Source: an optimization exercise on an open RTL-to-GDS flow (aim: small area and a short achievable clock period). Production flows keep margins and buffers that such runs may drop. The RTL was checked by simulation tests, not by an equivalence proof against the original design. Power is estimated from default activity; no workload was simulated.

==> design/flow/config.mk <==
export PLATFORM = sky130hd
export DESIGN_NAME = cledon_narrow
export DESIGN_NICKNAME = cledon_narrow
export VERILOG_FILES = /design/flow/design.v
export SDC_FILE = /design/flow/constraint.sdc
export NUM_CORES = 4
export LEC_CHECK = 0
export ABC_AREA = 1
export CAP_MARGIN = 20
export CORE_MARGIN = 2
export CORE_UTILIZATION = 40
export SLEW_MARGIN = 20
==> design/flow/design.v <==
module cledon_narrow_lane (
    input  wire        clk,
    input  wire [31:0] x,
    input  wire        a_bf, a_fp16, a_e4, a_e5, a_i8,
    input  wire [7:0]  a_kk,      
    input  wire [9:0]  a_tk,      
    input  wire [5:0]  a_cmk,     
    input  wire [4:0]  a_qs,      
    input  wire [5:0]  a_v6,      
    input  wire        a_v6z,     
    input  wire        b_ne,
    input  wire        b_sr,
    input  wire [15:0] draw,
    input  wire        b_fp16, b_e4, b_e5, b_i8,
    input  wire        b_strict,
    output reg  [15:0] code,
    output reg         sat,
    output reg         nan_in,
    output reg         strict_nan,
    output reg         nonzero,
    output reg         flushed
);
    wire        s    = x[31];
    wire [7:0]  E    = x[30:23];
    wire [22:0] M    = x[22:0];
    wire        h    = |E;
    wire        e_ff = &E;
    wire        m_nz = |M;
    wire        is_nan = e_ff & m_nz;
    wire        is_inf = e_ff & !m_nz;
    wire        nz     = !e_ff & (h | m_nz);
    wire [23:0] sig  = {h, M};
    reg [4:0] p;
    integer i;
    always @(*) begin
        p = 5'd0;
        for (i = 0; i < 23; i = i + 1)
            if (M[i]) p = i[4:0];
    end
    reg [4:0] tz;
    always @(*) begin
        tz = 5'd0;
        for (i = 23; i >= 0; i = i - 1)
            if (sig[i]) tz = i[4:0];
    end
    wire signed [9:0] S = $signed({2'b00, E}) + $signed({{2{a_kk[7]}}, a_kk});
    wire norm_h = $signed({2'b00, E}) > $signed(a_tk);
    wire shz_h  = (a_fp16 & (S < 10'sd57)) | (a_e4 & (S < 10'sd72)) | (a_e5 & (S < 10'sd65)) | (a_i8 & (S < 10'sd81));
    wire [5:0] dlo = a_cmk - E[5:0];
    wire [5:0] n17 = a_fp16 ? 6'd7 : a_e4 ? 6'd14 : a_e5 ? 6'd15 : 6'd10;
    wire ebig   = norm_h & ((a_e4 & (S > 10'sd135)) | ((a_fp16 | a_e5) & (S > 10'sd143)));
    wire int_big = a_i8 & (S > 10'sd133);
    wire [7:0] bexp_h = a_bf ? E : a_e4 ? {4'd0, ~S[3], S[2:0]} : {3'd0, ~S[4], S[3:0]};
    wire norm_s = p > a_qs;
    wire [4:0] bexp_s = p - a_qs;
    wire [5:0] nsh_s  = {1'b0, p} - (a_e4 ? 6'd9 : 6'd8);
    wire normal = h ? norm_h : norm_s;
    wire shz = !normal & (h ? shz_h : a_v6z);
    wire [5:0] shc = shz ? 6'd63 : h ? (norm_h ? n17 : dlo) : (norm_s ? nsh_s : a_v6);
    wire [33:0] wide = {sig, 10'd0};
    wire [33:0] win  = wide >> shc;
    wire [9:0]  q    = win[25:16];
    wire [15:0] fr   = win[15:0];
    wire [5:0]  tzm5 = {1'b0, tz} - 6'd5;
    wire sticky = tzm5[5] | (tzm5 < shc);    
    wire [7:0] bexp = h ? bexp_h : {3'd0, bexp_s};
    reg [14:0] cpre;
    always @(*) begin
        cpre = {5'd0, q};
        if (normal)
            case (1'b1)
                a_bf:    cpre = {bexp, q[6:0]};
                a_fp16:  cpre = {bexp[4:0], q[9:0]};
                a_e4:    cpre = {8'd0, bexp[3:0], q[2:0]};
                default: cpre = {8'd0, bexp[4:0], q[1:0]};
            endcase
    end
    wire big = is_inf | (nz & (ebig | int_big));
    reg        b_s, b_sticky, b_nan, b_big, b_nz;
    reg [14:0] b_cpre;
    reg [15:0] b_fr;
    always @(posedge clk) begin
        b_s      <= s;
        b_sticky <= sticky;
        b_nan    <= is_nan;
        b_big    <= big;
        b_nz     <= nz;
        b_cpre   <= cpre;
        b_fr     <= fr;
    end
    wire b_up = b_ne ? (b_fr[15] & (b_sticky | b_cpre[0])) : (b_sr & (b_fr > ~draw));
    reg [14:0] maxc;
    always @(*) begin
        case (1'b1)
            b_fp16:  maxc = 15'h7BFF;
            b_e4:    maxc = 15'h007E;
            b_e5:    maxc = 15'h007B;
            b_i8:    maxc = 15'h007F;
            default: maxc = 15'h7F7F;
        endcase
    end
    wire gt    = b_cpre > maxc;
    wire eq    = b_cpre == maxc;
    wire neg_i = b_i8 & b_s;
    wire [14:0] cx   = b_cpre ^ {15{neg_i}};
    wire [14:0] inc  = cx + 15'd1;
    wire [14:0] sum0 = neg_i ? inc : cx;       
    wire [14:0] sum1 = neg_i ? cx  : inc;      
    wire [15:0] nanc = b_fp16 ? 16'h7E00 : b_e4 ? 16'h007F : b_e5 ? 16'h007E : b_i8 ? 16'h0000 : 16'h7FC0;
    wire [15:0] satc = b_fp16 ? {b_s, 15'h7BFF} : b_e4 ? {8'd0, b_s, 7'h7E} : b_e5 ? {8'd0, b_s, 7'h7B}
                     : b_i8 ? (b_s ? 16'h0081 : 16'h007F) : {b_s, 15'h7F7F};
    wire strict_f = b_strict & !b_i8;
    function [20:0] result;     
        input        ovf;
        input [14:0] sm;
        input        zero;       
        reg   [15:0] numc;
        begin
            numc = b_i8 ? {8'd0, sm[7:0]} : (b_e4 | b_e5) ? {8'd0, b_s, sm[6:0]} : {b_s, sm};
            if (b_nan)
                result = {nanc, 1'b0, 1'b1, strict_f, 1'b0};
            else if (ovf)
                result = strict_f ? {nanc, 1'b0, 1'b0, 1'b1, 1'b0} : {satc, 1'b1, 1'b0, 1'b0, 1'b0};
            else
                result = {numc, 1'b0, 1'b0, 1'b0, b_nz & zero};
        end
    endfunction
    always @(*) begin
        nonzero = b_nz;
        {code, sat, nan_in, strict_nan, flushed} =
            result(b_big | gt | (eq & b_up), b_up ? sum1 : sum0, (b_cpre == 15'd0) & !b_up);
    end
endmodule
module cledon_narrow (
    input  wire         clk,
    input  wire         rst,           
    input  wire         cfg_load,      
    input  wire [31:0]  cfg_seed,
    input  wire         in_valid,
    input  wire [127:0] in_data,       
    input  wire [3:0]   in_fmt,
    input  wire [1:0]   in_rnd,
    input  wire         in_strict,
    input  wire [7:0]   in_scale,
    output reg          out_valid,
    output reg  [63:0]  out_code,      
    output reg  [3:0]   out_sat,
    output reg  [3:0]   out_nan_in,
    output reg  [3:0]   out_strict_nan,
    output reg  [3:0]   out_nonzero,
    output reg  [3:0]   out_flushed
);
    reg  [31:0] st_r;
    reg         a_load, a_took, b_took;
    reg  [31:0] a_seed;
    wire [15:0] lf_s1, lf_s2, lf_s3;
    wire [31:0] lf_s4;
    wire lf_x0 = st_r[1] ^ st_r[12];
    wire lf_x1 = st_r[0] ^ st_r[11];
    wire lf_x2 = st_r[2] ^ st_r[5];
    wire lf_x3 = st_r[22] ^ st_r[28];
    wire lf_x4 = st_r[23] ^ st_r[29];
    wire lf_x5 = st_r[21] ^ st_r[27];
    wire lf_x6 = st_r[18] ^ st_r[24];
    wire lf_x7 = st_r[3] ^ st_r[6];
    wire lf_x8 = st_r[7] ^ st_r[13];
    wire lf_x9 = st_r[19] ^ st_r[25];
    wire lf_x10 = st_r[8] ^ st_r[14];
    wire lf_x11 = st_r[10] ^ st_r[16];
    wire lf_x12 = st_r[20] ^ st_r[26];
    wire lf_x13 = st_r[9] ^ st_r[15];
    wire lf_x14 = st_r[17] ^ lf_x1;
    wire lf_x15 = st_r[30] ^ lf_x6;
    wire lf_x16 = st_r[31] ^ lf_x9;
    wire lf_x17 = st_r[4] ^ lf_x0;
    wire lf_x18 = lf_x2 ^ lf_x10;
    wire lf_x19 = lf_x3 ^ lf_x5;
    wire lf_x20 = lf_x8 ^ lf_x11;
    wire lf_x21 = lf_x7 ^ lf_x13;
    wire lf_x22 = lf_x4 ^ lf_x12;
    wire lf_x23 = lf_x14 ^ lf_x22;
    wire lf_x24 = lf_x3 ^ lf_x16;
    wire lf_x25 = lf_x17 ^ lf_x20;
    wire lf_x26 = st_r[1] ^ st_r[4];
    wire lf_x27 = lf_x4 ^ lf_x15;
    wire lf_x28 = st_r[8] ^ lf_x2;
    wire lf_x29 = st_r[24] ^ st_r[30];
    wire lf_x30 = st_r[9] ^ lf_x7;
    wire lf_x31 = st_r[6] ^ lf_x19;
    wire lf_x32 = st_r[3] ^ lf_x18;
    wire lf_x33 = lf_x5 ^ lf_x15;
    wire lf_x34 = lf_x12 ^ lf_x16;
    wire lf_x35 = lf_x14 ^ lf_x18;
    wire lf_x36 = lf_x17 ^ lf_x21;
    wire lf_x37 = st_r[11] ^ st_r[17];
    wire lf_x38 = st_r[4] ^ st_r[12];
    wire lf_x39 = st_r[17] ^ st_r[21];
    wire lf_x40 = lf_x0 ^ lf_x10;
    wire lf_x41 = st_r[2] ^ lf_x8;
    wire lf_x42 = st_r[7] ^ st_r[16];
    wire lf_x43 = st_r[16] ^ st_r[20];
    wire lf_x44 = st_r[7] ^ st_r[10];
    wire lf_x45 = st_r[0] ^ lf_x39;
    wire lf_x46 = st_r[15] ^ lf_x28;
    wire lf_x47 = st_r[5] ^ lf_x23;
    wire lf_x48 = st_r[14] ^ lf_x36;
    wire lf_x49 = st_r[9] ^ st_r[13];
    wire lf_x50 = st_r[6] ^ st_r[17];
    wire lf_x51 = st_r[25] ^ st_r[31];
    wire lf_x52 = st_r[3] ^ st_r[15];
    wire lf_x53 = st_r[19] ^ st_r[22];
    wire lf_x54 = st_r[5] ^ st_r[17];
    wire lf_x55 = st_r[2] ^ st_r[3];
    wire lf_x56 = st_r[26] ^ lf_x5;
    wire lf_x57 = st_r[15] ^ lf_x7;
    wire lf_x58 = lf_x9 ^ lf_x12;
    wire lf_x59 = st_r[31] ^ lf_x6;
    wire lf_x60 = st_r[14] ^ lf_x2;
    wire lf_x61 = lf_x10 ^ lf_x13;
    wire lf_x62 = st_r[6] ^ lf_x8;
    wire lf_x63 = lf_x11 ^ lf_x29;
    wire lf_x64 = st_r[23] ^ lf_x15;
    wire lf_x65 = lf_x9 ^ lf_x20;
    wire lf_x66 = st_r[8] ^ lf_x19;
    wire lf_x67 = st_r[10] ^ lf_x41;
    wire lf_x68 = lf_x11 ^ lf_x14;
    wire lf_x69 = lf_x21 ^ lf_x38;
    wire lf_x70 = lf_x15 ^ lf_x16;
    wire lf_x71 = st_r[0] ^ lf_x21;
    wire lf_x72 = st_r[29] ^ lf_x33;
    wire lf_x73 = lf_x18 ^ lf_x23;
    wire lf_x74 = lf_x24 ^ lf_x37;
    wire lf_x75 = lf_x35 ^ lf_x43;
    wire lf_x76 = st_r[5] ^ lf_x25;
    wire lf_x77 = st_r[4] ^ lf_x32;
    wire lf_x78 = lf_x0 ^ lf_x24;
    wire lf_x79 = st_r[2] ^ st_r[14];
    wire lf_x80 = st_r[1] ^ st_r[24];
    wire lf_x81 = st_r[7] ^ st_r[18];
    wire lf_x82 = st_r[13] ^ st_r[16];
    wire lf_x83 = st_r[18] ^ st_r[21];
    wire lf_x84 = st_r[23] ^ st_r[30];
    wire lf_x85 = lf_x1 ^ lf_x53;
    wire lf_x86 = st_r[30] ^ lf_x26;
    wire lf_x87 = st_r[13] ^ lf_x1;
    wire lf_x88 = st_r[8] ^ lf_x13;
    wire lf_x89 = st_r[16] ^ lf_x8;
    wire lf_x90 = st_r[5] ^ lf_x4;
    wire lf_x91 = st_r[22] ^ lf_x6;
    wire lf_x92 = st_r[0] ^ lf_x7;
    wire lf_x93 = st_r[8] ^ lf_x1;
    wire lf_x94 = lf_x29 ^ lf_x51;
    wire lf_x95 = lf_x11 ^ lf_x13;
    wire lf_x96 = lf_x4 ^ lf_x79;
    wire lf_x97 = st_r[28] ^ lf_x22;
    wire lf_x98 = lf_x40 ^ lf_x41;
    wire lf_x99 = st_r[19] ^ lf_x30;
    wire lf_x100 = st_r[9] ^ lf_x17;
    wire lf_x101 = lf_x0 ^ lf_x30;
    wire lf_x102 = lf_x3 ^ lf_x45;
    wire lf_x103 = lf_x1 ^ lf_x19;
    wire lf_x104 = lf_x5 ^ lf_x57;
    wire lf_x105 = st_r[12] ^ lf_x22;
    wire lf_x106 = st_r[10] ^ lf_x32;
    wire lf_x107 = st_r[19] ^ lf_x25;
    wire lf_x108 = lf_x20 ^ lf_x34;
    wire lf_x109 = lf_x27 ^ lf_x68;
    wire lf_x110 = st_r[20] ^ lf_x67;
    wire lf_x111 = lf_x23 ^ lf_x40;
    wire lf_x112 = lf_x24 ^ lf_x27;
    wire lf_x113 = lf_x34 ^ lf_x44;
    wire lf_x114 = lf_x20 ^ lf_x46;
    wire lf_x115 = lf_x47 ^ lf_x69;
    wire lf_x116 = st_r[27] ^ lf_x74;
    wire lf_x117 = lf_x62 ^ lf_x78;
    wire lf_x118 = lf_x19 ^ lf_x73;
    wire lf_x119 = lf_x71 ^ lf_x25;
    wire lf_x120 = st_r[12] ^ lf_x21;
    wire lf_x121 = lf_x35 ^ lf_x120;
    wire lf_x122 = st_r[0] ^ st_r[22];
    wire lf_x123 = st_r[0] ^ st_r[1];
    wire lf_x124 = st_r[23] ^ lf_x123;
    wire lf_x125 = st_r[2] ^ lf_x80;
    wire lf_x126 = st_r[0] ^ st_r[25];
    wire lf_x127 = lf_x55 ^ lf_x126;
    wire lf_x128 = st_r[0] ^ st_r[3];
    wire lf_x129 = st_r[26] ^ lf_x128;
    wire lf_x130 = lf_x26 ^ lf_x129;
    wire lf_x131 = st_r[27] ^ lf_x2;
    wire lf_x132 = lf_x26 ^ lf_x131;
    wire lf_x133 = st_r[28] ^ lf_x2;
    wire lf_x134 = lf_x133 ^ lf_x92;
    wire lf_x135 = st_r[7] ^ st_r[29];
    wire lf_x136 = lf_x135 ^ lf_x26;
    wire lf_x137 = lf_x136 ^ lf_x92;
    wire lf_x138 = st_r[7] ^ lf_x86;
    wire lf_x139 = lf_x28 ^ lf_x138;
    wire lf_x140 = st_r[0] ^ st_r[31];
    wire lf_x141 = lf_x140 ^ lf_x28;
    wire lf_x142 = lf_x30 ^ lf_x141;
    wire lf_x143 = st_r[1] ^ st_r[14];
    wire lf_x144 = lf_x143 ^ lf_x89;
    wire lf_x145 = lf_x144 ^ lf_x24;
    wire lf_x146 = lf_x145 ^ lf_x47;
    wire lf_x147 = st_r[11] ^ st_r[12];
    wire lf_x148 = lf_x147 ^ lf_x89;
    wire lf_x149 = lf_x148 ^ lf_x31;
    wire lf_x150 = lf_x46 ^ lf_x70;
    wire lf_x151 = lf_x149 ^ lf_x150;
    wire lf_x152 = st_r[5] ^ lf_x93;
    wire lf_x153 = lf_x101 ^ lf_x152;
    wire lf_x154 = st_r[6] ^ lf_x67;
    wire lf_x155 = lf_x100 ^ lf_x154;
    wire lf_x156 = lf_x1 ^ lf_x8;
    wire lf_x157 = lf_x156 ^ lf_x106;
    wire lf_x158 = lf_x1 ^ lf_x10;
    wire lf_x159 = lf_x158 ^ lf_x36;
    wire lf_x160 = lf_x2 ^ lf_x13;
    wire lf_x161 = lf_x160 ^ lf_x25;
    wire lf_x162 = st_r[13] ^ lf_x7;
    wire lf_x163 = lf_x11 ^ lf_x162;
    wire lf_x164 = lf_x35 ^ lf_x163;
    wire lf_x165 = lf_x81 ^ lf_x14;
    wire lf_x166 = lf_x165 ^ lf_x48;
    wire lf_x167 = st_r[18] ^ lf_x46;
    wire lf_x168 = lf_x167 ^ lf_x107;
    wire lf_x169 = st_r[13] ^ lf_x99;
    wire lf_x170 = lf_x169 ^ lf_x75;
    wire lf_x171 = st_r[18] ^ st_r[20];
    wire lf_x172 = lf_x171 ^ lf_x44;
    wire lf_x173 = lf_x45 ^ lf_x172;
    wire lf_x174 = lf_x173 ^ lf_x48;
    wire lf_x175 = lf_x83 ^ lf_x26;
    wire lf_x176 = lf_x175 ^ lf_x85;
    wire lf_x177 = lf_x176 ^ lf_x114;
    wire lf_x178 = st_r[23] ^ lf_x53;
    wire lf_x179 = lf_x178 ^ lf_x101;
    wire lf_x180 = lf_x179 ^ lf_x75;
    wire lf_x181 = st_r[23] ^ lf_x39;
    wire lf_x182 = lf_x6 ^ lf_x181;
    wire lf_x183 = lf_x36 ^ lf_x182;
    wire lf_x184 = lf_x110 ^ lf_x183;
    wire lf_x185 = st_r[11] ^ st_r[21];
    wire lf_x186 = lf_x185 ^ lf_x91;
    wire lf_x187 = lf_x186 ^ lf_x65;
    wire lf_x188 = lf_x187 ^ lf_x77;
    wire lf_x189 = st_r[30] ^ lf_x5;
    wire lf_x190 = lf_x61 ^ lf_x189;
    wire lf_x191 = lf_x90 ^ lf_x190;
    wire lf_x192 = lf_x68 ^ lf_x191;
    wire lf_x193 = st_r[0] ^ lf_x40;
    wire lf_x194 = lf_x59 ^ lf_x90;
    wire lf_x195 = lf_x193 ^ lf_x194;
    wire lf_x196 = lf_x31 ^ lf_x195;
    wire lf_x197 = lf_x80 ^ lf_x31;
    wire lf_x198 = lf_x35 ^ lf_x65;
    wire lf_x199 = lf_x197 ^ lf_x198;
    wire lf_x200 = st_r[2] ^ st_r[25];
    wire lf_x201 = lf_x3 ^ lf_x200;
    wire lf_x202 = lf_x81 ^ lf_x21;
    wire lf_x203 = lf_x201 ^ lf_x202;
    wire lf_x204 = lf_x111 ^ lf_x203;
    wire lf_x205 = lf_x55 ^ lf_x56;
    wire lf_x206 = lf_x88 ^ lf_x27;
    wire lf_x207 = lf_x205 ^ lf_x107;
    wire lf_x208 = lf_x206 ^ lf_x207;
    wire lf_x209 = st_r[20] ^ lf_x49;
    wire lf_x210 = lf_x63 ^ lf_x209;
    wire lf_x211 = lf_x210 ^ lf_x77;
    wire lf_x212 = lf_x116 ^ lf_x211;
    wire lf_x213 = st_r[10] ^ st_r[14];
    wire lf_x214 = st_r[28] ^ lf_x51;
    wire lf_x215 = lf_x83 ^ lf_x213;
    wire lf_x216 = lf_x214 ^ lf_x215;
    wire lf_x217 = lf_x216 ^ lf_x115;
    wire lf_x218 = st_r[6] ^ st_r[15];
    wire lf_x219 = st_r[26] ^ lf_x218;
    wire lf_x220 = lf_x85 ^ lf_x219;
    wire lf_x221 = lf_x220 ^ lf_x72;
    wire lf_x222 = lf_x76 ^ lf_x221;
    wire lf_x223 = st_r[27] ^ lf_x84;
    wire lf_x224 = lf_x223 ^ lf_x75;
    wire lf_x225 = lf_x224 ^ lf_x117;
    wire lf_x226 = lf_x21 ^ lf_x45;
    wire lf_x227 = lf_x59 ^ lf_x98;
    wire lf_x228 = lf_x97 ^ lf_x226;
    wire lf_x229 = lf_x227 ^ lf_x228;
    wire lf_x230 = st_r[22] ^ lf_x26;
    wire lf_x231 = lf_x55 ^ lf_x230;
    wire lf_x232 = lf_x61 ^ lf_x231;
    wire lf_x233 = lf_x65 ^ lf_x232;
    wire lf_x234 = lf_x72 ^ lf_x233;
    wire lf_x235 = lf_x12 ^ lf_x84;
    wire lf_x236 = lf_x235 ^ lf_x95;
    wire lf_x237 = lf_x236 ^ lf_x74;
    wire lf_x238 = lf_x77 ^ lf_x237;
    wire lf_x239 = lf_x5 ^ lf_x11;
    wire lf_x240 = lf_x239 ^ lf_x59;
    wire lf_x241 = lf_x240 ^ lf_x115;
    wire lf_x242 = lf_x9 ^ lf_x14;
    wire lf_x243 = lf_x15 ^ lf_x242;
    wire lf_x244 = lf_x31 ^ lf_x243;
    wire lf_x245 = lf_x76 ^ lf_x244;
    wire lf_x246 = st_r[18] ^ lf_x73;
    wire lf_x247 = lf_x117 ^ lf_x246;
    wire lf_x248 = st_r[19] ^ lf_x22;
    wire lf_x249 = lf_x98 ^ lf_x248;
    wire lf_x250 = lf_x33 ^ lf_x71;
    wire lf_x251 = lf_x249 ^ lf_x250;
    wire lf_x252 = st_r[16] ^ lf_x49;
    wire lf_x253 = lf_x17 ^ lf_x56;
    wire lf_x254 = lf_x252 ^ lf_x94;
    wire lf_x255 = lf_x253 ^ lf_x254;
    wire lf_x256 = lf_x60 ^ lf_x63;
    wire lf_x257 = lf_x100 ^ lf_x102;
    wire lf_x258 = lf_x256 ^ lf_x257;
    wire lf_x259 = st_r[22] ^ lf_x2;
    wire lf_x260 = lf_x259 ^ lf_x56;
    wire lf_x261 = lf_x260 ^ lf_x69;
    wire lf_x262 = lf_x109 ^ lf_x261;
    wire lf_x263 = lf_x7 ^ lf_x64;
    wire lf_x264 = lf_x263 ^ lf_x76;
    wire lf_x265 = lf_x116 ^ lf_x264;
    wire lf_x266 = lf_x6 ^ lf_x37;
    wire lf_x267 = lf_x38 ^ lf_x266;
    wire lf_x268 = lf_x16 ^ lf_x18;
    wire lf_x269 = lf_x62 ^ lf_x97;
    wire lf_x270 = lf_x267 ^ lf_x268;
    wire lf_x271 = lf_x269 ^ lf_x270;
    wire lf_x272 = st_r[5] ^ st_r[12];
    wire lf_x273 = lf_x8 ^ lf_x10;
    wire lf_x274 = lf_x272 ^ lf_x273;
    wire lf_x275 = lf_x58 ^ lf_x274;
    wire lf_x276 = lf_x71 ^ lf_x275;
    wire lf_x277 = lf_x72 ^ lf_x276;
    wire lf_x278 = lf_x61 ^ lf_x86;
    wire lf_x279 = lf_x278 ^ lf_x31;
    wire lf_x280 = lf_x108 ^ lf_x279;
    wire lf_x281 = st_r[7] ^ st_r[31];
    wire lf_x282 = lf_x281 ^ lf_x95;
    wire lf_x283 = lf_x282 ^ lf_x118;
    wire lf_x284 = lf_x0 ^ lf_x21;
    wire lf_x285 = lf_x284 ^ lf_x66;
    wire lf_x286 = lf_x109 ^ lf_x285;
    wire lf_x287 = st_r[2] ^ st_r[9];
    wire lf_x288 = lf_x287 ^ lf_x14;
    wire lf_x289 = lf_x25 ^ lf_x288;
    wire lf_x290 = lf_x112 ^ lf_x289;
    wire lf_x291 = st_r[13] ^ lf_x0;
    wire lf_x292 = lf_x291 ^ lf_x23;
    wire lf_x293 = lf_x70 ^ lf_x106;
    wire lf_x294 = lf_x292 ^ lf_x293;
    wire lf_x295 = st_r[2] ^ lf_x87;
    wire lf_x296 = lf_x33 ^ lf_x34;
    wire lf_x297 = lf_x295 ^ lf_x296;
    wire lf_x298 = lf_x48 ^ lf_x297;
    wire lf_x299 = lf_x52 ^ lf_x19;
    wire lf_x300 = lf_x60 ^ lf_x25;
    wire lf_x301 = lf_x34 ^ lf_x299;
    wire lf_x302 = lf_x300 ^ lf_x301;
    wire lf_x303 = st_r[4] ^ lf_x82;
    wire lf_x304 = lf_x303 ^ lf_x57;
    wire lf_x305 = lf_x304 ^ lf_x118;
    wire lf_x306 = lf_x42 ^ lf_x54;
    wire lf_x307 = lf_x19 ^ lf_x306;
    wire lf_x308 = lf_x27 ^ lf_x307;
    wire lf_x309 = lf_x48 ^ lf_x308;
    wire lf_x310 = st_r[4] ^ lf_x50;
    wire lf_x311 = lf_x310 ^ lf_x114;
    wire lf_x312 = lf_x112 ^ lf_x311;
    wire lf_x313 = lf_x10 ^ lf_x42;
    wire lf_x314 = lf_x30 ^ lf_x313;
    wire lf_x315 = lf_x314 ^ lf_x70;
    wire lf_x316 = lf_x47 ^ lf_x315;
    wire lf_x317 = lf_x50 ^ lf_x17;
    wire lf_x318 = lf_x88 ^ lf_x33;
    wire lf_x319 = lf_x317 ^ lf_x113;
    wire lf_x320 = lf_x318 ^ lf_x319;
    wire lf_x321 = st_r[9] ^ st_r[18];
    wire lf_x322 = lf_x321 ^ lf_x28;
    wire lf_x323 = lf_x103 ^ lf_x322;
    wire lf_x324 = lf_x108 ^ lf_x323;
    wire lf_x325 = st_r[10] ^ lf_x19;
    wire lf_x326 = lf_x99 ^ lf_x325;
    wire lf_x327 = lf_x111 ^ lf_x326;
    wire lf_x328 = lf_x13 ^ lf_x17;
    wire lf_x329 = lf_x103 ^ lf_x27;
    wire lf_x330 = lf_x328 ^ lf_x110;
    wire lf_x331 = lf_x329 ^ lf_x330;
    wire lf_x332 = st_r[21] ^ lf_x4;
    wire lf_x333 = lf_x63 ^ lf_x332;
    wire lf_x334 = lf_x87 ^ lf_x32;
    wire lf_x335 = lf_x333 ^ lf_x78;
    wire lf_x336 = lf_x334 ^ lf_x335;
    wire lf_x337 = st_r[22] ^ lf_x37;
    wire lf_x338 = lf_x43 ^ lf_x96;
    wire lf_x339 = lf_x337 ^ lf_x104;
    wire lf_x340 = lf_x338 ^ lf_x339;
    wire lf_x341 = lf_x38 ^ lf_x42;
    wire lf_x342 = lf_x52 ^ lf_x341;
    wire lf_x343 = lf_x102 ^ lf_x64;
    wire lf_x344 = lf_x342 ^ lf_x343;
    wire lf_x345 = st_r[8] ^ lf_x54;
    wire lf_x346 = lf_x4 ^ lf_x82;
    wire lf_x347 = lf_x26 ^ lf_x346;
    wire lf_x348 = lf_x16 ^ lf_x345;
    wire lf_x349 = lf_x91 ^ lf_x347;
    wire lf_x350 = lf_x348 ^ lf_x349;
    wire lf_x351 = st_r[9] ^ lf_x50;
    wire lf_x352 = lf_x58 ^ lf_x60;
    wire lf_x353 = lf_x351 ^ lf_x64;
    wire lf_x354 = lf_x352 ^ lf_x353;
    wire lf_x355 = lf_x6 ^ lf_x104;
    wire lf_x356 = lf_x355 ^ lf_x113;
    wire lf_x357 = st_r[4] ^ st_r[11];
    wire lf_x358 = lf_x357 ^ lf_x42;
    wire lf_x359 = lf_x358 ^ lf_x58;
    wire lf_x360 = lf_x66 ^ lf_x359;
    wire lf_x361 = st_r[0] ^ st_r[9];
    wire lf_x362 = lf_x361 ^ lf_x54;
    wire lf_x363 = lf_x362 ^ lf_x105;
    wire lf_x364 = lf_x66 ^ lf_x363;
    wire lf_x365 = st_r[1] ^ st_r[10];
    wire lf_x366 = lf_x365 ^ lf_x49;
    wire lf_x367 = lf_x366 ^ lf_x27;
    wire lf_x368 = lf_x31 ^ lf_x367;
    wire lf_x369 = st_r[11] ^ lf_x44;
    wire lf_x370 = lf_x29 ^ lf_x96;
    wire lf_x371 = lf_x369 ^ lf_x370;
    wire lf_x372 = lf_x24 ^ lf_x371;
    wire lf_x373 = lf_x52 ^ lf_x93;
    wire lf_x374 = lf_x94 ^ lf_x105;
    wire lf_x375 = lf_x373 ^ lf_x374;
    assign lf_s1[0] = lf_x119;
    assign lf_s1[1] = lf_x121;
    assign lf_s1[2] = st_r[18];
    assign lf_s1[3] = st_r[19];
    assign lf_s1[4] = st_r[20];
    assign lf_s1[5] = st_r[21];
    assign lf_s1[6] = lf_x122;
    assign lf_s1[7] = lf_x124;
    assign lf_s1[8] = lf_x125;
    assign lf_s1[9] = lf_x127;
    assign lf_s1[10] = lf_x130;
    assign lf_s1[11] = lf_x132;
    assign lf_s1[12] = lf_x134;
    assign lf_s1[13] = lf_x137;
    assign lf_s1[14] = lf_x139;
    assign lf_s1[15] = lf_x142;
    assign lf_s2[0] = lf_x146;
    assign lf_s2[1] = lf_x151;
    assign lf_s2[2] = lf_x153;
    assign lf_s2[3] = lf_x155;
    assign lf_s2[4] = lf_x157;
    assign lf_s2[5] = lf_x159;
    assign lf_s2[6] = lf_x161;
    assign lf_s2[7] = lf_x164;
    assign lf_s2[8] = lf_x166;
    assign lf_s2[9] = lf_x168;
    assign lf_s2[10] = lf_x170;
    assign lf_s2[11] = lf_x174;
    assign lf_s2[12] = lf_x177;
    assign lf_s2[13] = lf_x180;
    assign lf_s2[14] = lf_x184;
    assign lf_s2[15] = lf_x188;
    assign lf_s3[0] = lf_x192;
    assign lf_s3[1] = lf_x196;
    assign lf_s3[2] = lf_x199;
    assign lf_s3[3] = lf_x204;
    assign lf_s3[4] = lf_x208;
    assign lf_s3[5] = lf_x212;
    assign lf_s3[6] = lf_x217;
    assign lf_s3[7] = lf_x222;
    assign lf_s3[8] = lf_x225;
    assign lf_s3[9] = lf_x229;
    assign lf_s3[10] = lf_x234;
    assign lf_s3[11] = lf_x238;
    assign lf_s3[12] = lf_x241;
    assign lf_s3[13] = lf_x245;
    assign lf_s3[14] = lf_x247;
    assign lf_s3[15] = lf_x251;
    assign lf_s4[0] = lf_x255;
    assign lf_s4[1] = lf_x258;
    assign lf_s4[2] = lf_x262;
    assign lf_s4[3] = lf_x265;
    assign lf_s4[4] = lf_x271;
    assign lf_s4[5] = lf_x277;
    assign lf_s4[6] = lf_x280;
    assign lf_s4[7] = lf_x283;
    assign lf_s4[8] = lf_x286;
    assign lf_s4[9] = lf_x290;
    assign lf_s4[10] = lf_x294;
    assign lf_s4[11] = lf_x298;
    assign lf_s4[12] = lf_x302;
    assign lf_s4[13] = lf_x305;
    assign lf_s4[14] = lf_x309;
    assign lf_s4[15] = lf_x312;
    assign lf_s4[16] = lf_x316;
    assign lf_s4[17] = lf_x320;
    assign lf_s4[18] = lf_x324;
    assign lf_s4[19] = lf_x327;
    assign lf_s4[20] = lf_x331;
    assign lf_s4[21] = lf_x336;
    assign lf_s4[22] = lf_x340;
    assign lf_s4[23] = lf_x344;
    assign lf_s4[24] = lf_x350;
    assign lf_s4[25] = lf_x354;
    assign lf_s4[26] = lf_x356;
    assign lf_s4[27] = lf_x360;
    assign lf_s4[28] = lf_x364;
    assign lf_s4[29] = lf_x368;
    assign lf_s4[30] = lf_x372;
    assign lf_s4[31] = lf_x375;
    wire [31:0] held = b_took ? lf_s4 : st_r;
    wire [31:0] st0  = a_load ? a_seed : held;    
    always @(posedge clk) begin
        a_load <= rst | cfg_load;
        a_seed <= rst ? 32'h0000_0001 : cfg_seed;
        a_took <= !rst && in_valid && (in_rnd == 2'd1);
        b_took <= a_took;
        st_r   <= st0;
    end
    reg         a_valid;
    reg [127:0] a_data;
    reg         a_fp16, a_e4, a_e5, a_i8;
    reg         a_ne, a_sr, a_strict;
    reg [7:0]   a_kk;        
    reg [9:0]   a_tk;        
    reg [5:0]   a_cmk;       
    reg [4:0]   a_qs;        
    reg [5:0]   a_v6;        
    reg         a_v6z;       
    wire i_fp16 = (in_fmt == 4'h1);
    wire i_e4   = (in_fmt == 4'h3);
    wire i_e5   = (in_fmt == 4'h4);
    wire i_i8   = (in_fmt == 4'hB);
    wire signed [9:0] kx = {{2{in_scale[7]}}, in_scale};
    wire signed [9:0] tk = i_fp16 ? 10'sd112 : i_e4 ? 10'sd120 - kx : i_e5 ? 10'sd112 - kx
                         : i_i8 ? 10'sd511 : 10'sd0;
    wire [5:0] cmk = i_fp16 ? 6'd56 : i_e4 ? 6'd7 - in_scale[5:0] : i_e5 ? 6'd0 - in_scale[5:0]
                   : 6'd16 - in_scale[5:0];
    wire [4:0] qs = (i_e4 && in_scale[7:3] == 5'b01111) ? 5'd14 - in_scale[4:0]
                  : (i_e5 && in_scale[7:4] == 4'b0111)  ? 5'd6  - in_scale[4:0] : 5'd31;
    wire [5:0] v6 = i_e4 ? 6'd6 - in_scale[5:0] : i_e5 ? ~in_scale[5:0] : i_i8 ? 6'd15 - in_scale[5:0] : 6'd10;
    wire       s_pos = !in_scale[7];
    wire       v6z = i_fp16 | (i_e4 & !(s_pos & (in_scale[6:0] >= 7'd71)))
                   | (i_e5 & !(s_pos & in_scale[6]))
                   | (i_i8 & !(s_pos & (in_scale[6:0] >= 7'd80)));
    always @(posedge clk) begin
        if (rst)
            a_valid <= 1'b0;
        else
            a_valid <= in_valid;
        a_data   <= in_data;
        a_fp16   <= i_fp16;
        a_e4     <= i_e4;
        a_e5     <= i_e5;
        a_i8     <= i_i8;
        a_ne     <= (in_rnd == 2'd0);
        a_sr     <= (in_rnd == 2'd1);
        a_strict <= in_strict;
        a_kk     <= (i_e4 | i_e5 | i_i8) ? in_scale : 8'd0;
        a_tk     <= tk;
        a_cmk    <= cmk;
        a_qs     <= qs;
        a_v6     <= v6;
        a_v6z    <= v6z;
    end
    wire a_bf = !(a_fp16 | a_e4 | a_e5 | a_i8);
    reg b_valid, b_fp16, b_e4, b_e5, b_i8, b_strict, b_ne, b_sr;
    always @(posedge clk) begin
        if (rst)
            b_valid <= 1'b0;
        else
            b_valid <= a_valid;
        b_fp16   <= a_fp16;
        b_e4     <= a_e4;
        b_e5     <= a_e5;
        b_i8     <= a_i8;
        b_strict <= a_strict;
        b_ne     <= a_ne;
        b_sr     <= a_sr;
    end
    wire [63:0] draws = {lf_s4[15:0], lf_s3, lf_s2, lf_s1};
    wire [63:0] c_code;
    wire [3:0]  c_sat, c_nan_in, c_strict_nan, c_nonzero, c_flushed;
    genvar g;
    generate
        for (g = 0; g < 4; g = g + 1) begin : lane
            cledon_narrow_lane u_lane (
                .clk        (clk),
                .x          (a_data[32*g +: 32]),
                .a_bf       (a_bf),
                .a_fp16     (a_fp16),
                .a_e4       (a_e4),
                .a_e5       (a_e5),
                .a_i8       (a_i8),
                .a_kk       (a_kk),
                .a_tk       (a_tk),
                .a_cmk      (a_cmk),
                .a_qs       (a_qs),
                .a_v6       (a_v6),
                .a_v6z      (a_v6z),
                .b_ne       (b_ne),
                .b_sr       (b_sr),
                .draw       (draws[16*g +: 16]),
                .b_fp16     (b_fp16),
                .b_e4       (b_e4),
                .b_e5       (b_e5),
                .b_i8       (b_i8),
                .b_strict   (b_strict),
                .code       (c_code[16*g +: 16]),
                .sat        (c_sat[g]),
                .nan_in     (c_nan_in[g]),
                .strict_nan (c_strict_nan[g]),
                .nonzero    (c_nonzero[g]),
                .flushed    (c_flushed[g])
            );
        end
    endgenerate
    always @(posedge clk) begin
        if (rst)
            out_valid <= 1'b0;
        else
            out_valid <= b_valid;
        out_code       <= c_code;
        out_sat        <= c_sat;
        out_nan_in     <= c_nan_in;
        out_strict_nan <= c_strict_nan;
        out_nonzero    <= c_nonzero;
        out_flushed    <= c_flushed;
    end
endmodule
==> design/flow/flow/run.sh <==
#!/bin/bash
# Own layout flow: the standard ORFS flow (standard.sh, unchanged synthesis and
# constraints) with these changes in how the layout is made:
#  - timing repair is asked for a setup slack well above what the 20 ns clock needs,
#    so that it sizes up and buffers the long paths;
#  - the port buffers are plain buf_2 cells instead of the default delay buffers;
#  - the clock tree uses smaller buffers (a clkbuf_16 at the root), clusters of 16 sinks and no dummy loads.
set -euo pipefail
export SETUP_SLACK_MARGIN=14.9
export BUFFER_PORTS_ARGS="-buffer_cell sky130_fd_sc_hd__buf_2"
export CTS_ARGS="-sink_clustering_enable -repair_clock_nets -dont_use_dummy_load -buf_list {sky130_fd_sc_hd__clkbuf_8} -root_buf sky130_fd_sc_hd__clkbuf_16 -sink_clustering_size 16 -sink_clustering_max_diameter 60"
bash standard.sh > standard_flow.log 2>&1
==> design/flow/standard.sh <==
#!/bin/bash
# synth_recipe.tcl (not shown) runs the flow's synth.tcl, then flattens the netlist and writes it again
# the make line also repeats each setting of config.mk as NAME=value (left out here)
make -C /OpenROAD-flow-scripts/flow DESIGN_CONFIG=/design/flow/config.mk WORK_HOME=/design/flow/orfs CLKGATE_MAP_FILE= SYNTH_SCRIPT=/design/flow/synth_recipe.tcl "${@:-finish}"
==> design/flow/constraint.sdc <==
create_clock -name core_clock -period 20.0 [get_ports {clk}]
set_input_delay 4.0000 -clock core_clock [delete_from_list [all_inputs] [get_ports {clk}]]
set_output_delay 4.0000 -clock core_clock [all_outputs]
set_load 0.01 [all_outputs]
==> summary.md, run 1 <==
| Metric | Value |
|---|---|
| Status | complete, no violations |
| Layout cells sized above 1 | 0.122 |
| Max cap viols | 0 |
| Adder-Cell Fraction of Synth Area | 0.0950 |
| TritonCTS buffer count | 49 |
| Core area | between 90000 and 100000 µm² |
| Hold path start | a_data[95]$_DFF_P_ |
| FF-to-FF Start | st_r[19]$_DFFE_PP_ |
| CTS tree | done |
| Simple-Gate Fraction of Synth Area | 0.307 |
| Yosys top cell by area | dfxtp_1 |
| Clock group share of total power | 0.068 |
| R2R cell count | 22 |
| #FFs+latches synth | around 480 |
| Fin. Hold Viols | 0 |
| Drt pass-1 iters | 8 |
| GP Congestion | 1.09 |
| Tcrit/Tclk final | 0.256 |
| Post-synthesis compound-gate area fraction | 0.133 |
| Post-synthesis cell area | ~37000 µm² |
| Crit path kind | register to output pin |
| Yosys top cell area share | 0.242 |
| Post-detail-place hpwl | approximately 110000 µm |
| Final nets | 6225 |
| Worst hold slack | slightly above 0.3 ns |
| Die Span X | 307 µm |
| Clock skew | 0.0585 ns |
| Cells after Synth | about 5500 |
| GRT Total Usage | 0.281 |
| Largest net degree at the start of global routing | just over 50 |
| Max-slew violations | 0 |
| Clock slew at reported path FFs | 0.09 ns |
| Proportion of synthesized area in mux cells | 0 |
| DIE AREA | 94300 µm² |
| Total grt overflow | 0 |
| WL final | 139000 µm |
| Reg2Reg Setup Slack | between 15 and 20 ns |
| Most common cell after layout, fill and taps aside | nand2_1 |
| CTS root buffer | clkbuf_16 |
| HP Class | register to register |
| Post-synthesis sequential area ratio | 0.268 |
| Vias per cell | between 5 and 6 |
| DRC viols | 0 |
| Initial antenna violation count | 11 |
| Most frequent cells in the layout | nand2_1 (1346), nand3_1 (646), inv_1 (600) |
| CP max FO | 1 |
| Part of the power in registers | 0.177 |
| Clk latency of the worst-skew pair | approximately 0.63 ns |
| P_sw | around 0.0045 W |
| Endpoint type of the worst setup path | output pin |
| Crit path max-delay cell type | dfxtp_4 |
| Initial Util | 0.402 |
| Detailed-route via count | approximately 38000 |
| Post-route ant nets | 0 |
| R2r endpoint | out_code[56]$_DFF_P_ |
| Row count | 111 |
| Int Power | approximately 0.0038 W |
| Ys Warns | 2 |
| # IOs | about 260 |
| Max clock buf depth | 3 |
| LEAKAGE | ~20 nW |
| Setup crit start kind | register |
| Syn Nets | approximately 5900 |
| Pwr/cell area | 199 nW/µm² |
| Fmax | roughly 200 MHz |
| H-tree levels | 2 |
| Max_slew headroom | 0.288 |
| Switching Share | 0.543 |
| Count of cell types in the netlist | 71 |
| CTS sink cnt | about 480 |
| Top_reg_cell synth | dfxtp_1 |
| Avg Synthesized Cell Area | ~6.7 µm² |
| VDD IR max | a little under 0.0002 V |
| Async SR Flop Fraction | 0 |
| Largest family of logic cells by synthesized area | simple AND/OR/NAND/NOR gates |
| Hold endpoint | lane[2].u_lane.b_s$_DFF_P_ |
| Global-route wire length before repair | 205000 µm |
| Top cells by area, synth | dfxtp_1 (24%), nand2_1 (14%), nand3_1 (8.8%), ha_1 (8.8%), xor2_1 (7.1%) |
| # setup viols final | 0 |
| Die Y | around 310 µm |
| Number of synthesized flops with an enable pin | 32 |
| Drt initial violations | around 3800 |
| Max incr delay on CP | about 0.37 ns |
| Combinational group share of total power | 0.755 |
| Post-layout min period | a little over 5 ns |
| # hold bufs at CTS | 0 |
| Vias in the first global route | between 30000 and 40000 |
| Arrival time worst endpoint | 1.12 ns |
| PortBufs | ~260 |
| Area Overhead vs Synth | 14.0% |
| Crit-path cells | buf_6 |
| Post-Synth XOR/XNOR Area | 0.110 |
| Depth of the worst hold-timing path | 0 |
| Worst Max-Slew Pin Slew | 1.06 ns |
| Unrepaired setup endpoints after global routing | true |
| Mean routed wirelength per cell | between 20 and 25 µm |
| Delay-heaviest family, CP | flip-flops |
| CP Data Required Time | 16.00 ns |
| Critical path buffers and inverters | 1 |
| Final TNS setup | 0 ns |
==> power groups by stage <==
| stage | logic [W] | registers [W] | clock network (W) |
|---|---|---|---|
| after global routing | 0.00685 | 0.00148 | 0.000621 |
| final | 0.00628 | 0.00147 | 0.000568 |
| after detailed placement | 0.00575 | 0.00148 | 0 |
| after global placement | 0.00575 | 0.00148 | 0 |
| after floorplan | 0.00419 | 0.00133 | 0 |
| after CTS | 0.00586 | 0.00147 | 0.000592 |
==> registers in the layout, summed over array words and instances, names as in the netlist, 6 cells and up <==
signal / count
st_r: 32
lane.u_lane.b_fr: 64
a_cmk: 6
lane.u_lane.b_cpre: 60
a_tk: 10
a_kk: 8
a_v6: 6
out_code: 64
a_seed: 32
a_data: 128
==> Yosys cell counts (10+ instances only) <==
cell type	count
inv_1	611
nand2_2	20
o22ai_1	24
ha_1	258
dfxtp_1	444
nor4_1	29
a21oi_1	254
nor3_1	51
or2_2	25
a221oi_1	15
o21ai_1	27
o31ai_1	11
a211oi_1	13
edfxtp_1	32
o2111ai_1	16
o211ai_1	58
o21ai_0	337
nor2_1	418
buf_6	10
clkbuf_1	81
o221ai_1	11
nand4_1	56
nand3_1	646
inv_2	15
xnor2_1	152
o21bai_1	14
nand2_1	1365
buf_2	57
xor2_1	299
fa_1	12
==> how the worst max path moves through the flow <==
stage / start / end / cells after the start
6_report: out_nan_in[3]$_SDFF_PP1_ / out_nan_in[3] / 1
5_1_grt: out_nan_in[3]$_SDFF_PP1_ / out_nan_in[3] / 1
4_1_cts: st_r[23]$_DFFE_PP_ / out_code[46]$_DFF_P_ / 22
3_5_place_dp: in_fmt[0] / a_cmk[5]$_SDFF_PP1_ / 9
3_3_place_gp: in_fmt[0] / a_cmk[5]$_SDFF_PP1_ / 9
2_1_floorplan: in_fmt[3] / a_cmk[5]$_SDFF_PP1_ / 7
==> cell families (layout without fill, tap and decap cells) <==
kind of cell | Yosys count | in the layout
xor+xnor | 457 | 457
fa+ha+maj | 272 | 272
other cells | 0 | 1
simple gates | 2644 | 2652
buf+inv | 797 | 1071
compound gates | 845 | 846
flops | 476 | 476
==> through the flow <==
stage                     utilization  std cells  power (W)  setup slack [ns]  instance area (µm²)
after detailed placement        0.426       6797    0.00723             14.14                38900
after floorplan                     -       5491    0.00552             14.61                36800
after global routing            0.458       6960    0.00896             14.85                41900
after CTS                       0.440       6858    0.00792             14.77                40200
final                           0.458       6961    0.00831             14.88                41900
after global placement          0.426       6797    0.00723             14.17                38900
==> final cells by class <==
type	instances	area [µm²]
Fill cell	9583	49500
Multi-Input combinational cell	4227	24700
Clock buffer	49	731
Sequential cell	476	9930
Timing Repair inverter	1	5.00
Antenna cell	1	2.50
Tap cell	1186	1480
Inverter	635	2470
Timing Repair Buffer	386	2570
==> routing by layer <==
metal / share of wire / GRT usage / up-vias
li1: - / - / 18662
met1: 0.44 / 0.393 / 17567
met2: 0.43 / 0.434 / 1698
met3: 0.089 / 0.0447 / 292
met4: 0.039 / 0.100 / 2
met5: 0.00013 / 0 / -
==> what timing repair did <==
| action | 4_1_cts | 5_1_grt |
|---|---|---|
| cloned | 3 | 9 |
| pin swaps | 3 | 28 |
| gates resized for setup | 113 | 195 |
| endpoints found under the setup margin | 202 | 210 |
| buffers inserted | 9 | 93 |
==> run 2: changes to the inputs <==
--- a/design/flow/config.mk
+++ b/design/flow/config.mk
@@ -8,5 +8,5 @@
 export ABC_AREA = 1
 export CAP_MARGIN = 20
 export CORE_MARGIN = 2
-export CORE_UTILIZATION = 40
+export CORE_UTILIZATION = 55
 export SLEW_MARGIN = 20
==> run 2 against run 1 <==
Net effect: non-clock buffer count increased by 22; clock-buffer cell count decreased by 1; synthesized area unchanged; cell count fell by 4.2%; synthesized cell count did not move; largest power group unchanged; highest routed layer unchanged; still clean; first-iteration DRC count up 23%; clock power rose by 2%; critical path type unchanged; die area fell by 27%.
==> summary.md, run 2 <==
| Metric | Value |
|---|---|
| Max-slew violations | 0 |
| PortBufs | around 260 |
| Crit-path cells | buf_6 |
| DIE AREA | approximately 69000 µm² |
| Max incr delay on CP | 0.37 ns |
| Cells after Synth | 5491 |
| Worst Max-Slew Pin Slew | 0.988 ns |
| Vias per cell | just under 6 |
| Yosys top cell area share | 0.242 |
| Max_slew headroom | 0.335 |
| Critical path buffers and inverters | 1 |
| VDD IR max | between 0.0002 and 0.00025 V |
| Area Overhead vs Synth | 13.1% |
| Total grt overflow | 0 |
| # IOs | around 260 |
| CTS sink cnt | 476 |
| Fin. Hold Viols | 0 |
| WL final | between 100000 and 150000 µm |
| HP Class | register to register |
| Most flop-heavy register | a_data |
| Unrepaired setup endpoints after global routing | true |
| Drt initial violations | 4685 |
| Die Y | around 260 µm |
| Global-route wire length before repair | 204000 µm |
| Simple-Gate Fraction of Synth Area | 0.307 |
| Most common cell after layout, fill and taps aside | nand2_1 |
| Arrival time worst endpoint | between 1 and 1.5 ns |
| Most frequent cells in the layout | nand2_1 (1343), nand3_1 (643), inv_1 (602) |
| Adder-Cell Fraction of Synth Area | 0.0950 |
| Drt pass-1 iters | 6 |
| Crit path launch | out_code[19]$_DFF_P_ |
| H-tree levels | 2 |
| GRT Total Usage | 0.378 |
| FF-to-FF Start | a_data[97]$_DFF_P_ |
| Mean routed wirelength per cell | ~21 µm |
| Number of synthesized flops with an enable pin | 32 |
| Initial Util | 0.557 |
| Post-detail-place hpwl | around 110000 µm |
| Worst hold slack | around 0.33 ns |
| Largest family of logic cells by synthesized area | simple AND/OR/NAND/NOR gates |
| Ys Warns | 2 |
| #FFs+latches synth | about 480 |
| Final TNS setup | 0 ns |
| Vias in the first global route | about 35000 |
| TritonCTS buffer count | between 40 and 50 |
| Clock slew at reported path FFs | roughly 0.10 ns |
| Largest net degree at the start of global routing | between 50 and 60 |
| Clk latency of the worst-skew pair | about 0.6 ns |
| Row count | 94 |
| Clock skew | around 0.085 ns |
| DRC viols | 0 |
| Final nets | roughly 6300 |
| Endpoint type of the worst setup path | output pin |
| # setup viols final | 0 |
| Post-layout min period | roughly 5 ns |
| Hold path start | a_data[95]$_DFF_P_ |
| CTS root buffer | clkbuf_16 |
| Post-synth top cells | nand2_1 (1365), nand3_1 (646), inv_1 (611) |
| Layout cells sized above 1 | 0.126 |
| Crit path kind | register to output pin |
| Fmax | 196 MHz |
| Delay-heaviest family, CP | flip-flops |
| Tcrit/Tclk final | 0.254 |
| Top cells by area, synth | dfxtp_1 (24%), nand2_1 (14%), nand3_1 (8.8%), ha_1 (8.8%), xor2_1 (7.1%) |
| CP Data Required Time | 16.00 ns |
| Top_reg_cell synth | dfxtp_1 |
| Post-Synth XOR/XNOR Area | 0.110 |
| CTS tree | done |
| Die Span X | 262 µm |
| Pwr/cell area | 201 nW/µm² |
| Number of flip-flops under the largest register name | between 100 and 150 |
| GP Congestion | 1.07 |
| Post-synthesis sequential area ratio | 0.268 |
| Initial antenna violation count | 9 |
| Post-synthesis cell area | ~37000 µm² |
| Setup crit start kind | register |
| Most numerous cell in the Yosys netlist | nand2_1 |
| Post-synthesis compound-gate area fraction | 0.133 |
| LEAKAGE | ~21 nW |
| Yosys top cell by area | dfxtp_1 |
| Regs by FF count | a_data (128), lane.u_lane.b_fr (64), out_code (64) |
| Async SR Flop Fraction | 0 |
| Crit path max-delay cell type | dfxtp_2 |
| Core area | roughly 66000 µm² |
| Proportion of synthesized area in mux cells | 0 |
| Post-route ant nets | 0 |
| Detailed-route via count | between 30000 and 40000 |
| Max clock buf depth | 3 |
| Avg Synthesized Cell Area | ~6.7 µm² |
| CP max FO | 1 |
| Syn Nets | ~5900 |
| Status | complete, no violations |
| Count of cell types in the netlist | between 70 and 80 |
| Max cap viols | 0 |
-- run 2: cell counts after synthesis --
Identical to the previous run, type by type.
-- run 2: what timing repair did --
action	in CTS	in global routing
pin swaps	4	31
gates cloned	2	14
endpoints found under the hold margin	0	0
hold buffers	0	0
setup buffers	10	114
endpoints found under the setup margin	167	192
gates resized for setup	79	190
-- run 2: through the flow --
step / util / area (µm²) / std cells / worst slack [ns] / total power [W]
final: 0.630 / 41500 / 6667 / 14.91 / 0.00834
after global routing: 0.629 / 41500 / 6663 / 14.76 / 0.00891
after detailed placement: 0.584 / 38500 / 6475 / 14.18 / 0.00713
after CTS: 0.601 / 39600 / 6535 / 14.81 / 0.00783
after global placement: 0.584 / 38500 / 6475 / 14.20 / 0.00713
after floorplan: - / 36800 / 5491 / 14.61 / 0.00552
-- run 2: kinds of logic (layout without fill, tap and decap cells) --
group | after synthesis | in the layout
other | 0 | 4
flip-flops | 476 | 476
buffers and inverters | 797 | 1092
adder cells (fa/ha/maj) | 272 | 272
AO/OA/AOI/OAI | 845 | 846
XOR/XNOR | 457 | 457
AND/OR/NAND/NOR | 2644 | 2656
-- run 2: power by group --
group / internal (W) / switching [W] / total, W
clock: 0.000237 / 0.000343 / 0.000580
sequential: 0.00120 / 0.000240 / 0.00144
combinational: 0.00236 / 0.00396 / 0.00632
total: 0.00380 / 0.00454 / 0.00834
-- run 2: area by class of cell --
cell class / count / area (µm²)
multi-input cells: 4231 / 24700
fillers: 6272 / 24400
flip-flops and latches: 476 / 9890
repair buffers: 408 / 2640
inverters: 635 / 2460
well taps: 864 / 1080
clock buffers: 48 / 717
diodes: 4 / 10.0
repair inverters: 1 / 5.00
-- run 2: final timing paths --
kind | to | slack [ns] | cells after the start
max reg2reg | lane[3].u_lane.b_cpre[2]$_DFF_P_ | 15.04 | 31
max | out_code[19] | 14.91 | 1
min | lane[2].u_lane.b_s$_DFF_P_ | 0.33 | 0
min reg2reg | lane[2].u_lane.b_s$_DFF_P_ | 0.33 | 0
-- run 2: metal layers --
metal,track usage,wire [µm],part of all wire,up-vias
met3,0.0716,15300,0.11,409
met1,0.521,57800,0.42,17997
met4,0.148,6550,0.047,2
met2,0.583,59200,0.43,2244
met5,0,13,0.000094,-
li1,-,-,-,18716
==> run 3: changes to the inputs <==
--- a/design/flow/flow/run.sh
+++ b/design/flow/flow/run.sh
@@ -6,7 +6,7 @@
 #  - the port buffers are plain buf_2 cells instead of the default delay buffers;
 #  - the clock tree uses smaller buffers (a clkbuf_16 at the root), clusters of 16 sinks and no dummy loads.
 set -euo pipefail
-export SETUP_SLACK_MARGIN=14.9
+export SETUP_SLACK_MARGIN=15.0
 export BUFFER_PORTS_ARGS="-buffer_cell sky130_fd_sc_hd__buf_2"
 export CTS_ARGS="-sink_clustering_enable -repair_clock_nets -dont_use_dummy_load -buf_list {sky130_fd_sc_hd__clkbuf_8} -root_buf sky130_fd_sc_hd__clkbuf_16 -sink_clustering_size 16 -sink_clustering_max_diameter 60"
 bash standard.sh > standard_flow.log 2>&1
--- a/design/flow/config.mk
+++ b/design/flow/config.mk
@@ -8,5 +8,5 @@
 export ABC_AREA = 1
 export CAP_MARGIN = 20
 export CORE_MARGIN = 2
-export CORE_UTILIZATION = 55
+export CORE_UTILIZATION = 40
 export SLEW_MARGIN = 20
==> run 3 against run 2 <==
Net effect: via count shrank 2.7%; synthesized cell count is the same; combinational power grew 2%; critical path type unchanged; still clean; clock skew grew 0.032 ns; register-to-register slack gained 0.24 ns; total power grew 2.1%; critical path depth is the same; clock power grew 1%.
==> summary.md, run 3 <==
| Metric | Value |
|---|---|
| Cells after Synth | between 5000 and 6000 |
| Endpoint type of the worst setup path | output pin |
| Fin. Hold Viols | 0 |
| Layout Utilization | 0.464 |
| Max incr delay on CP | 0.38 ns |
| Tcrit/Tclk final | 0.257 |
| Post-route ant nets | 0 |
| Number of flip-flops under the largest register name | ~130 |
| Most flop-heavy register | a_data |
| Post-detail-place hpwl | 112000 µm |
| Delay-heaviest family, CP | flip-flops |
| CTS tree | done |
| Clock slew at reported path FFs | approximately 0.10 ns |
| Max cap viols | 0 |
| Yosys top cell by area | dfxtp_1 |
| Unrepaired setup endpoints after global routing | true |
| Yosys top cell area share | 0.242 |
| Switching Share | 0.546 |
| DIE AREA | roughly 94000 µm² |
| Top cells by area, synth | dfxtp_1 (24%), nand2_1 (14%), nand3_1 (8.8%), ha_1 (8.8%), xor2_1 (7.1%) |
| HP Class | register to register |
| Pwr/cell area | ~200 nW/µm² |
| Total grt overflow | 0 |
| Post-layout min period | around 5.1 ns |
| Area Overhead vs Synth | 15.4% |
| Initial antenna violation count | 8 |
| Part of the power in registers | 0.172 |
| Final instance area | between 40000 and 50000 µm² |
| Clock group share of total power | 0.069 |
| Global-route wire length before repair | 213000 µm |
| Cell Area, Placed | between 30000 and 40000 µm² |
| DRC viols | 0 |
| WL final | around 140000 µm |
| PortBufs | 263 |
| # hold bufs at CTS | 0 |
| Final nets | between 6000 and 7000 |
| Number of synthesized flops with an enable pin | 32 |
| Vias in the first global route | 35312 |
| Drt pass-1 iters | 6 |
| LEAKAGE | between 20 and 25 nW |
| Post-synth top cells | nand2_1 (1365), nand3_1 (646), inv_1 (611) |
| Regs by FF count | a_data (128), lane.u_lane.b_fr (64), out_code (64) |
| Drt initial violations | between 3000 and 4000 |
| Tot Pwr | approximately 0.0085 W |
| # setup viols final | 0 |
| Post-synthesis cell area | 36700 µm² |
| GP Congestion | approximately 1.0 |
| VDD IR max | between 0.0002 and 0.00025 V |
| Crit path kind | register to output pin |
| Most frequent cells in the layout | nand2_1 (1337), nand3_1 (636), inv_1 (595) |
| Most numerous cell in the Yosys netlist | nand2_1 |
| CP Data Required Time | 16.00 ns |
| Most common cell after layout, fill and taps aside | nand2_1 |
| Max-slew violations | 0 |
| Clk latency of the worst-skew pair | between 0.6 and 0.7 ns |
| Critical path buffers and inverters | 1 |
| #FFs+latches synth | approximately 480 |
| Avg Synthesized Cell Area | 6.69 µm² |
| Detailed-route via count | about 38000 |
| Mean routed wirelength per cell | about 21 µm |
| Post-synthesis sequential area ratio | 0.268 |
| CTS root buffer | clkbuf_16 |
| Int Power | slightly below 0.004 W |
| Async SR Flop Fraction | 0 |
| Setup crit start kind | register |
| Core area | about 90000 µm² |
| Ys Warns | 2 |
| Clock skew | between 0.1 and 0.15 ns |
| Die Span X | about 300 µm |
| Top_reg_cell synth | dfxtp_1 |
| Arrival time worst endpoint | 1.14 ns |
| GRT Total Usage | 0.293 |
| Worst hold slack | roughly 0.33 ns |
| Max_slew headroom | 0.291 |
| Layout cells sized above 1 | 0.135 |
| Row count | 111 |
| Crit path max-delay cell type | dfxtp_2 |
| Largest net degree at the start of global routing | 51 |
| Fmax | 194 MHz |
| # IOs | roughly 260 |
| Worst Max-Slew Pin Slew | 1.05 ns |
| P_sw | ~0.0047 W |
| Combinational group share of total power | 0.759 |
| TritonCTS buffer count | between 50 and 60 |
| Fill cell count | around 9500 |
| Count of cell types in the netlist | 71 |
| Final TNS setup | 0 ns |
| Die Y | between 300 and 400 µm |
| Crit-path cells | buf_6 |
| Max clock buf depth | 3 |
| Status | complete, no violations |
| CTS sink cnt | between 400 and 500 |
| Vias per cell | approximately 5.5 |
| CP max FO | 1 |
| Initial Util | 0.402 |
| H-tree levels | 2 |
| Syn Nets | roughly 5900 |
-- run 3: cell counts after synthesis --
No cell type changed its count.
-- run 3: path summary, 6_finish.rpt --
path	start	to	slack [ns]	depth (start not counted)
setup reg to reg	st_r[10]$_DFFE_PP_	out_code[56]$_DFF_P_	15.28	19
hold reg to reg	a_data[127]$_DFF_P_	lane[3].u_lane.b_s$_DFF_P_	0.33	0
setup / recovery	out_flushed[1]$_SDFF_PP0_	out_flushed[1]	14.86	1
hold / removal	a_data[127]$_DFF_P_	lane[3].u_lane.b_s$_DFF_P_	0.33	0
-- run 3: power groups by stage --
stage	Sequential [W]	Combinational, W	Clock [W]
2_1_floorplan	0.00133	0.00419	0
3_3_place_gp	0.00149	0.00585	0
3_5_place_dp	0.00148	0.00584	0
4_1_cts	0.00146	0.00606	0.000609
5_1_grt	0.00148	0.00705	0.000643
6_report	0.00146	0.00647	0.000586
-- run 3: cells by family (layout without fill, tap and decap cells) --
group	Yosys count	in the layout	synth area share
and+or+nand+nor	2644	2656	0.307
adders and majority gates	272	272	0.0950
xor gates and xnor gates	457	457	0.110
DFF	476	476	0.268
AOI/OAI and AO/OA	845	845	0.133
other	0	3	0
buffers and inverters	797	1084	0.0865
-- run 3: area by class of cell --
cell class / count / area, µm² / share of cell area
Antenna cell: 3 / 7.51 / 0.000177
Clock buffer: 52 / 772 / 0.0182
Inverter: 635 / 2480 / 0.0585
Multi-Input combinational cell: 4230 / 25000 / 0.589
Sequential cell: 476 / 9950 / 0.235
Tap cell: 1186 / 1480 / 0.0350
Timing Repair Buffer: 396 / 2750 / 0.0648
Timing Repair inverter: 1 / 7.51 / 0.000177
-- run 3: routing by layer --
layer	up-vias	GRT usage	part of all wire
li1	18700	-	-
met1	17681	0.414	0.45
met2	1616	0.455	0.43
met3	297	0.0355	0.076
met4	0	0.111	0.042
met5	-	0	0
-- run 3: stage by stage --
step | instances | setup slack [ns]
2_1_floorplan | 5491 | 14.61
3_3_place_gp | 6801 | 14.16
3_5_place_dp | 6801 | 14.18
4_1_cts | 6886 | 14.84
5_1_grt | 6976 | 14.82
6_report | 6979 | 14.86
-- run 3: timing repair --
| item | in CTS | in global routing |
|---|---|---|
| setup endpoints to repair | 264 | 271 |
| gates cloned | 4 | 12 |
| hold endpoints to repair | 0 | 0 |
| pin swaps | 7 | 41 |
| buffers inserted | 29 | 78 |
| gates resized for setup | 161 | 241 |
==> run 4: changes to the inputs <==
--- a/design/flow/flow/run.sh
+++ b/design/flow/flow/run.sh
@@ -6,7 +6,7 @@
 #  - the port buffers are plain buf_2 cells instead of the default delay buffers;
 #  - the clock tree uses smaller buffers (a clkbuf_16 at the root), clusters of 16 sinks and no dummy loads.
 set -euo pipefail
-export SETUP_SLACK_MARGIN=15.0
+export SETUP_SLACK_MARGIN=15.1
 export BUFFER_PORTS_ARGS="-buffer_cell sky130_fd_sc_hd__buf_2"
 export CTS_ARGS="-sink_clustering_enable -repair_clock_nets -dont_use_dummy_load -buf_list {sky130_fd_sc_hd__clkbuf_8} -root_buf sky130_fd_sc_hd__clkbuf_16 -sink_clustering_size 16 -sink_clustering_max_diameter 60"
 bash standard.sh > standard_flow.log 2>&1
==> run 4 against run 3 <==
Net effect: still clean on timing, DRC and antenna; global-route usage is 0.090 points higher; non-clock buffer count rose by 19; critical path depth unchanged; synthesized cell count is the same; fmax is essentially flat; wire length increased by 0.75%; core utilization is 0.38 points higher; clock-buffer cell count rose by 1; die area unchanged; clock skew is 0.0019 ns lower; sequential power barely moved; design area is 0.81% higher; critical endpoint is now out_flushed[3].
==> summary.md, run 4 <==
| Metric | Value |
|---|---|
| Ys Warns | 2 |
| # IOs | 264 |
| Setup crit start kind | register |
| Delay-heaviest family, CP | flip-flops |
| Global-route wire length before repair | roughly 210000 µm |
| Layout Utilization | 0.468 |
| Tcrit/Tclk final | 0.257 |
| Vias per cell | between 5 and 6 |
| Post-route ant nets | 0 |
| Layout cells sized above 1 | 0.142 |
| Largest family of logic cells by synthesized area | simple AND/OR/NAND/NOR gates |
| CTS sink cnt | 476 |
| Most common cell after layout, fill and taps aside | nand2_1 |
| Pwr/cell area | 199 nW/µm² |
| Final TNS setup | 0 ns |
| Initial antenna violation count | 8 |
| HP Class | register to register |
| Post-synth top cells | nand2_1 (1365), nand3_1 (646), inv_1 (611) |
| Post-synthesis cell area | approximately 37000 µm² |
| TritonCTS buffer count | 53 |
| Arrival time worst endpoint | 1.15 ns |
| Post-detail-place hpwl | around 110000 µm |
| VDD IR max | 0.000188 V |
| Regs by FF count | a_data (128), lane.u_lane.b_fr (64), out_code (64) |
| Top_reg_cell synth | dfxtp_1 |
| Post-layout min period | about 5.1 ns |
| Tot Pwr | roughly 0.0085 W |
| Proportion of synthesized area in mux cells | 0 |
| Post-Synth XOR/XNOR Area | 0.110 |
| Count of cell types in the netlist | 71 |
| Largest net degree at the start of global routing | roughly 50 |
| Yosys top cell by area | dfxtp_1 |
| CP Data Required Time | between 15 and 20 ns |
| #FFs+latches synth | approximately 480 |
| Core area | roughly 91000 µm² |
| Yosys top cell area share | 0.242 |
| Vias in the first global route | ~35000 |
| Drt initial violations | between 3000 and 4000 |
| Max-slew violations | 0 |
| # setup viols final | 0 |
| Unrepaired setup endpoints after global routing | true |
| Final nets | between 6000 and 7000 |
| DRC viols | 0 |
| # hold bufs at CTS | 0 |
| Clock skew | ~0.12 ns |
| Avg Synthesized Cell Area | approximately 6.7 µm² |
| Async SR Flop Fraction | 0 |
| Max clock buf depth | 3 |
| CP max FO | 1 |
| Adder-Cell Fraction of Synth Area | 0.0950 |
| Most numerous cell in the Yosys netlist | nand2_1 |
| Max cap viols | 0 |
| Fmax | 194 MHz |
| Number of synthesized flops with an enable pin | 32 |
| Critical path buffers and inverters | 1 |
| Mean routed wirelength per cell | between 20 and 25 µm |
| CTS tree | done |
| Status | complete, no violations |
| Detailed-route via count | roughly 39000 |
| Final instance area | 42700 µm² |
| Number of flip-flops under the largest register name | between 100 and 150 |
| Max incr delay on CP | between 0.3 and 0.4 ns |
| Endpoint type of the worst setup path | output pin |
| Clock slew at reported path FFs | 0.08 ns |
| Clk latency of the worst-skew pair | between 0.6 and 0.7 ns |
| Cell Area, Placed | roughly 40000 µm² |
| Post-synthesis sequential area ratio | 0.268 |
| CTS root buffer | clkbuf_16 |
| Syn Nets | 5940 |
| Crit-path cells | buf_6 |
| Drt pass-1 iters | 6 |
[run 4: cell families (layout without fill, tap and decap cells)]
| family | count (synthesis) | count (layout) |
|---|---|---|
| other cells | 0 | 1 |
| compound gates | 845 | 846 |
| xor+xnor | 457 | 457 |
| flops | 476 | 476 |
| buf+inv | 797 | 1104 |
| simple gates | 2644 | 2658 |
| fa+ha+maj | 272 | 272 |
[run 4: area by class of cell]
| class | count | area [µm²] |
|---|---|---|
| Tap cell | 1186 | 1480 |
| Clock buffer | 53 | 786 |
| Timing Repair Buffer | 415 | 2940 |
| Antenna cell | 1 | 2.50 |
| Fill cell | 9563 | 48600 |
| Multi-Input combinational cell | 4233 | 25100 |
| Timing Repair inverter | 1 | 5.00 |
| Inverter | 635 | 2490 |
| Sequential cell | 476 | 9950 |
[run 4: path summary, 6_finish.rpt]
path / start / end / slack, ns / cells past startpoint
worst max register to register: a_data[97]$_DFF_P_ / lane[3].u_lane.b_cpre[7]$_DFF_P_ / 15.32 / 33
worst min-delay path: a_data[127]$_DFF_P_ / lane[3].u_lane.b_s$_DFF_P_ / 0.32 / 0
worst max-delay path: out_flushed[3]$_SDFF_PP0_ / out_flushed[3] / 14.85 / 1
worst min register to register: a_data[127]$_DFF_P_ / lane[3].u_lane.b_s$_DFF_P_ / 0.32 / 0
[run 4: stage by stage]
stage | cells | hold slack (ns) | worst slack (ns)
floorplan | 5491 | 0.310 | 14.61
global placement | 6799 | 0.314 | 14.20
detailed placement | 6799 | 0.312 | 14.18
CTS | 6904 | 0.332 | 14.83
global route | 6999 | 0.342 | 14.84
finish | 7000 | 0.322 | 14.85
[run 4: power breakdown]
| part | switching (W) | total [W] | internal, W |
|---|---|---|---|
| sequential | 0.000249 | 0.00146 | 0.00121 |
| clock | 0.000331 | 0.000588 | 0.000257 |
| combinational | 0.00402 | 0.00644 | 0.00242 |
| total | 0.00460 | 0.00849 | 0.00389 |
[run 4: layer usage]
| metal | part of all wire | GRT usage | vias to the layer above |
|---|---|---|---|
| li1 | - | - | 18737 |
| met1 | 0.44 | 0.407 | 17869 |
| met2 | 0.43 | 0.457 | 1644 |
| met3 | 0.079 | 0.0453 | 288 |
| met4 | 0.043 | 0.114 | 2 |
| met5 | 0.000090 | 0 | - |
[run 4: timing repair]
action,in CTS,in global routing
gates cloned,6,12
endpoints found under the setup margin,273,277
buffers inserted,46,83
resized for setup,189,233
hold endpoints to repair,0,0
pin swaps,12,53

[static timing again, ports no longer ideal]
The results above use ideal ports. As a check the final layouts listed here were re-extracted and re-timed, cells and wires unchanged.
Step 1 sets driving cells, clkbuf_16 on the clock port and buf_2 on the other inputs (assumed; they add their load-dependent delay and slew).
Step 2 also shifts input and output timing later by t, the mid clock arrival at the registers, as if the neighbouring blocks saw the same clock.
Slacks: ideal ports / drivers / drivers and shift; pairs: ideal ports / drivers.
run | t (ns) | slack for setup (ns)
run 1 | 0.665 | 14.882 / 14.811 / 14.444
run 2 | 0.635 | 14.910 / 14.841 / 14.421
run 3 | 0.665 | 14.857 / 14.780 / 14.487
run 4 | 0.660 | 14.854 / 14.783 / 14.591
After both steps setup and hold are still met in every run listed.
